Source: an optimization exercise on an open RTL-to-GDS flow (aim: small area). Production flows keep margins and buffers that such runs may drop. The RTL was checked by simulation tests, not by an equivalence proof against the original design. Power figures rest on the tool's default switching activity, not on a simulated workload.

## the reference run
==> flow/design.v (excerpt) <==
module mod_decim (
    input  wire        clk,
    input  wire        rst_n,         
    input  wire        en,            
    input  wire [2:0]  cfg_k,         
    input  wire [8:0]  cfg_d,         
    input  wire        cfg_fir,       
    input  wire [15:0] trim_gain,     
    input  wire [15:0] trim_offset,   
    input  wire        tap_we,        
    input  wire [3:0]  tap_addr,
    input  wire [15:0] tap_wdata,     
    input  wire        code_valid,
    input  wire [3:0]  code,
    output wire        smp_valid,
    output wire [23:0] smp_value,
    output wire [1:0]  smp_qual,
    output wire [15:0] smp_seq
);
    integer i;
    wire run = rst_n & en;
    reg  [15:0] taps [0:15];
    wire [15:0] tap_d = rst_n ? tap_wdata : 16'd0;
    always @(posedge clk) begin
        for (i = 0; i < 16; i = i + 1)
            if (!rst_n || (tap_we && !en && tap_addr == i)) taps[i] <= tap_d;
    end
    reg        cv_q;
    reg [3:0]  code_q;
    reg [8:0]  ccnt;
    reg        v2, v3, v4, v5, v6, v7, v8;
    reg [36:0] i1, i2, i3, i4;        
    reg [36:0] d2, d3, d4;            
    reg        wstart;                
    reg [36:0] ap;                    
    reg [47:0] sacc;                  
    reg [45:0] rg;                    
    reg [4:0]  shf;                   
    reg [2:0]  st;                    
    reg        hv, hq;                 
    reg [4:0]  cnt;
    reg [8:0]  dq;                    
    reg [23:0] ring [0:14];           
    reg [43:0] facc;                  
    wire [31:0] rem = facc[31:0];
    reg        s1;                    
    reg [4:0]  nsamp;                 
    reg [15:0] scount;                
  ...
For scale: ~7500 cells after synthesis, ~1100 flip-flops, ~120 I/O pins, ~0.091 mm2 of cells after synthesis.
==> flow/config.mk <==
export PLATFORM = sky130hd
export DESIGN_NAME = mod_decim
export DESIGN_NICKNAME = mod_decim
export VERILOG_FILES = /design/flow/design.v
export SDC_FILE = /design/flow/constraint.sdc
export NUM_CORES = 8
export LEC_CHECK = 0
export CAP_MARGIN = 10
export CORE_MARGIN = 2
export CORE_UTILIZATION = 65
export CTS_BUF_LIST = sky130_fd_sc_hd__clkbuf_16
export CTS_CLUSTER_DIAMETER = 100
export CTS_CLUSTER_SIZE = 24
export PLACE_DENSITY = 0.8
export SLEW_MARGIN = 10
export SYNTH_HIERARCHICAL = 1
export SYNTH_MINIMUM_KEEP_SIZE = 0
==> flow/constraint.sdc <==
create_clock -name core_clock -period 24.0 [get_ports {clk}]
set_input_delay 4.8000 -clock core_clock [delete_from_list [all_inputs] [get_ports {clk}]]
set_output_delay 4.8000 -clock core_clock [all_outputs]
set_load 0.01 [all_outputs]
run.sh (not shown) runs the stock make flow with config.mk's settings and CLKGATE_MAP_FILE= SYNTH_SCRIPT=/design/flow/synth_recipe.tcl, a recipe that flattens the netlist after the stock synthesis.
The reference run was carried through to the last stage, and its layout satisfied the timing, design-rule and antenna checks.
[inputs] the trial run vs the reference run
diff --git a/flow/design.v b/flow/design.v
--- a/flow/design.v
+++ b/flow/design.v
@@ -41,38 +41,37 @@
     reg [4:0]  cnt;
     reg [8:0]  dq;                    
     reg [23:0] ring [0:14];           
     reg [43:0] facc;                  
     wire [31:0] rem = facc[31:0];
     reg        s1;                    
     reg [4:0]  nsamp;                 
     reg [15:0] scount;                
     localparam [2:0] ST_LOAD = 3'd0, ST_POW = 3'd1, ST_NORM = 3'd2, ST_DIV = 3'd3, ST_DONE = 3'd4, ST_CLR = 3'd5;
-    wire [4:0]  x5 = {~code_q[3], code_q[2:0], 1'b1};           
+    wire [4:0]  x5 = cv_q ? {~code_q[3], code_q[2:0], 1'b1} : 5'd0;    
     wire [36:0] xs = {{32{x5[4]}}, x5} << shf;
     wire [36:0] i4g = wstart ? 37'd0 : i4;       
     wire        dclr = (st == ST_CLR);
-    wire [36:0] c1  = dclr ? 37'd0 : i4;
+    wire [36:0] c1  = i4;
     wire        sfb   = v4 | v5 | v6;
     wire        slast = v6;
     wire        sinit = (st == ST_LOAD);
     wire        normd = ap[32] | (ap[31] & (|ap[30:0]));
     wire [48:0] rgx   = {2'b00, rg, 1'b0};
-    reg  [12:0] swin;
-    always @* begin
-        swin = 13'd0;
-        if (v3) swin = rgx[12:0];
-        if (v4) swin = rgx[24:12];
-        if (v5) swin = rgx[36:24];
-        if (v6) swin = rgx[48:36];
-        if (st == ST_POW) swin = {3'b000, dq, 1'b0};
-        if (st == ST_NORM) swin = {12'd2, 1'b0};
-    end
+    wire [12:0] swin_rg;
+    genvar gw;
+    generate for (gw = 0; gw < 13; gw = gw + 1) begin : g_swin
+        md_ao4 u_w (.a(rgx[gw]), .b(rgx[12 + gw]), .c(rgx[24 + gw]), .d(rgx[36 + gw]),
+                    .sa(v3), .sb(v4), .sc(v5), .sd(v6), .y(swin_rg[gw]));
+    end endgenerate
+    wire        s_pow  = (st == ST_POW);
+    wire        s_norm = (st == ST_NORM);
+    wire [12:0] swin = swin_rg | ({13{s_pow}} & {3'b000, dq, 1'b0}) | {10'd0, s_norm, 2'b00};
     wire        dge;
     wire        dw = (cnt[1:0] == 2'd0);
     wire [20:0] hg = hq ? {~trim_gain[15], {5{trim_gain[15]}}, trim_gain[14:0]} : 21'd0;
     wire        ffb = ~v4;
     wire        fc0 = v4;
     wire [47:0] tq  = sacc;
     wire        ysat = ~((&tq[47:44]) | ~(|tq[47:44]));
     wire [23:0] yn  = ysat ? {tq[47], {23{~tq[47]}}} : tq[44:21];
     wire [23:0] fy0 = v7 ? yn : ring[0];
@@ -6490,47 +6489,54 @@
         if (!run) begin
             i1 <= 37'd0; i2 <= 37'd0; i3 <= 37'd0;
             wstart <= 1'b1;
         end else if (cv_q) begin
             wstart <= bnd1;
             if (kk == 3'd4) i1 <= i1n;
             if (kk >= 3'd3) i2 <= i2n;
             if (kk >= 3'd2) i3 <= i3n;
             i4 <= i4n;
+        end else if (dclr) begin
+            i4 <= i4n;                        
         end
     end
     always @(posedge clk) begin
         if (v2 | dclr) begin
             if (dclr | (kk >= 3'd2)) d2 <= c1;
             if (dclr | (kk >= 3'd3)) d3 <= c2;
             if (dclr | (kk == 3'd4)) d4 <= c3;
         end
     end
     wire setup_mul = (st == ST_LOAD) | (st == ST_POW) | ((st == ST_NORM) & ~normd);
+    wire ap_s = run & setup_mul;
+    wire ap_h = ~v2 & ~ap_s;
+    wire [36:0] ap_d;
+    generate for (gw = 0; gw < 37; gw = gw + 1) begin : g_ap
+        md_ao3 u_a (.a(c4[gw]), .b(ssum[gw]), .c(ap[gw]), .sa(v2), .sb(ap_s), .sc(ap_h), .y(ap_d[gw]));
+    end endgenerate
     always @(posedge clk) begin
-        if (v2) ap <= c4;
-        else if (run & setup_mul) ap <= ssum[36:0];
+        ap   <= ap_d;
         sacc <= ssum;
     end
     always @(posedge clk) begin
         hv <= run & (st == ST_DIV);
         hq <= dge;
         if (run & hv) rg <= rgn;
         if (!run) begin
             st  <= ST_CLR;
-            cnt <= 5'd3;
+            cnt <= 5'd4;
             shf <= 5'd0;
             rg  <= 46'd0;
         end else begin
             case (st)
                 ST_CLR: begin
                     cnt <= cnt - 5'd1;
-                    if (cnt[1:0] == 2'd0) st <= ST_LOAD;
+                    if (cnt[2:0] == 3'd0) st <= ST_LOAD;
                 end
                 ST_LOAD: begin
                     cnt <= {3'd0, kk[1:0] - 2'd1};
                     st  <= ST_POW;
                 end
                 ST_POW: begin
                     cnt <= cnt - 5'd1;
                     if (cnt == 5'd0) st <= ST_NORM;
                 end
@@ -6595,13 +6601,16 @@
 module md_bx (input n, input g, output p);
     assign p = ~(n ^ g);
 endmodule
 module md_bxn (input n, input g, output p);
     assign p = n ^ g;
 endmodule
 module md_ao4 (input a, input b, input c, input d, input sa, input sb, input sc, input sd, output y);
     assign y = (a & sa) | (b & sb) | (c & sc) | (d & sd);
 endmodule
+module md_ao3 (input a, input b, input c, input sa, input sb, input sc, output y);
+    assign y = (a & sa) | (b & sb) | (c & sc);
+endmodule
 module md_ha (input a, input b, output s, output co);
     assign s  = a ^ b;
     assign co = a & b;
 endmodule
--- outcome ---
Going from the reference run to the trial run, core utilization now larger; area share of fa/ha/maj cells after synthesis rose by 0.37 points. Relative to the reference run, the area of the mapped netlist measured on the trial run has decreased slightly. Re smallest setup slack after layout: the trial run is 0.17 ns down on the reference run. Compared with the reference run, the trial run shows a internal power consumption that is 14 uW higher.

## port drivers added, routing unchanged
In the flow no input, the clock included, has a driving cell. The finished layouts below were timed again as built, in two steps. Step 1 assumes that a clkbuf_16 drives the clock port and a buf_2 every other input. Step 2, shift: input delay + t, output delay - t, t = (earliest + latest rising clock arrival at the registers) / 2. This alone moves slack from input paths to output paths. Slacks: no drivers / after step 1 / after step 2; pairs: no drivers / after step 1.
| run | shift t [ns] | slack for setup (ns) | hold slack, ns | slew at the worst register clock pin (ns) | cell pins on the clock port's net |
|---|---|---|---|---|---|
| the reference run | 0.786 | 6.106 / 6.106 / 5.722 | 0.383 / 0.383 / 0.383 | 0.11 / 0.11 | 1 |
| the trial run | 0.794 | 5.937 / 5.937 / 5.660 | 0.370 / 0.370 / 0.370 | 0.11 / 0.11 | 1 |
After both steps every run listed still meets setup and hold. The setup slack of the reference run, which loses most, moves by 0.000 ns with the drivers and by -0.384 ns with both steps.
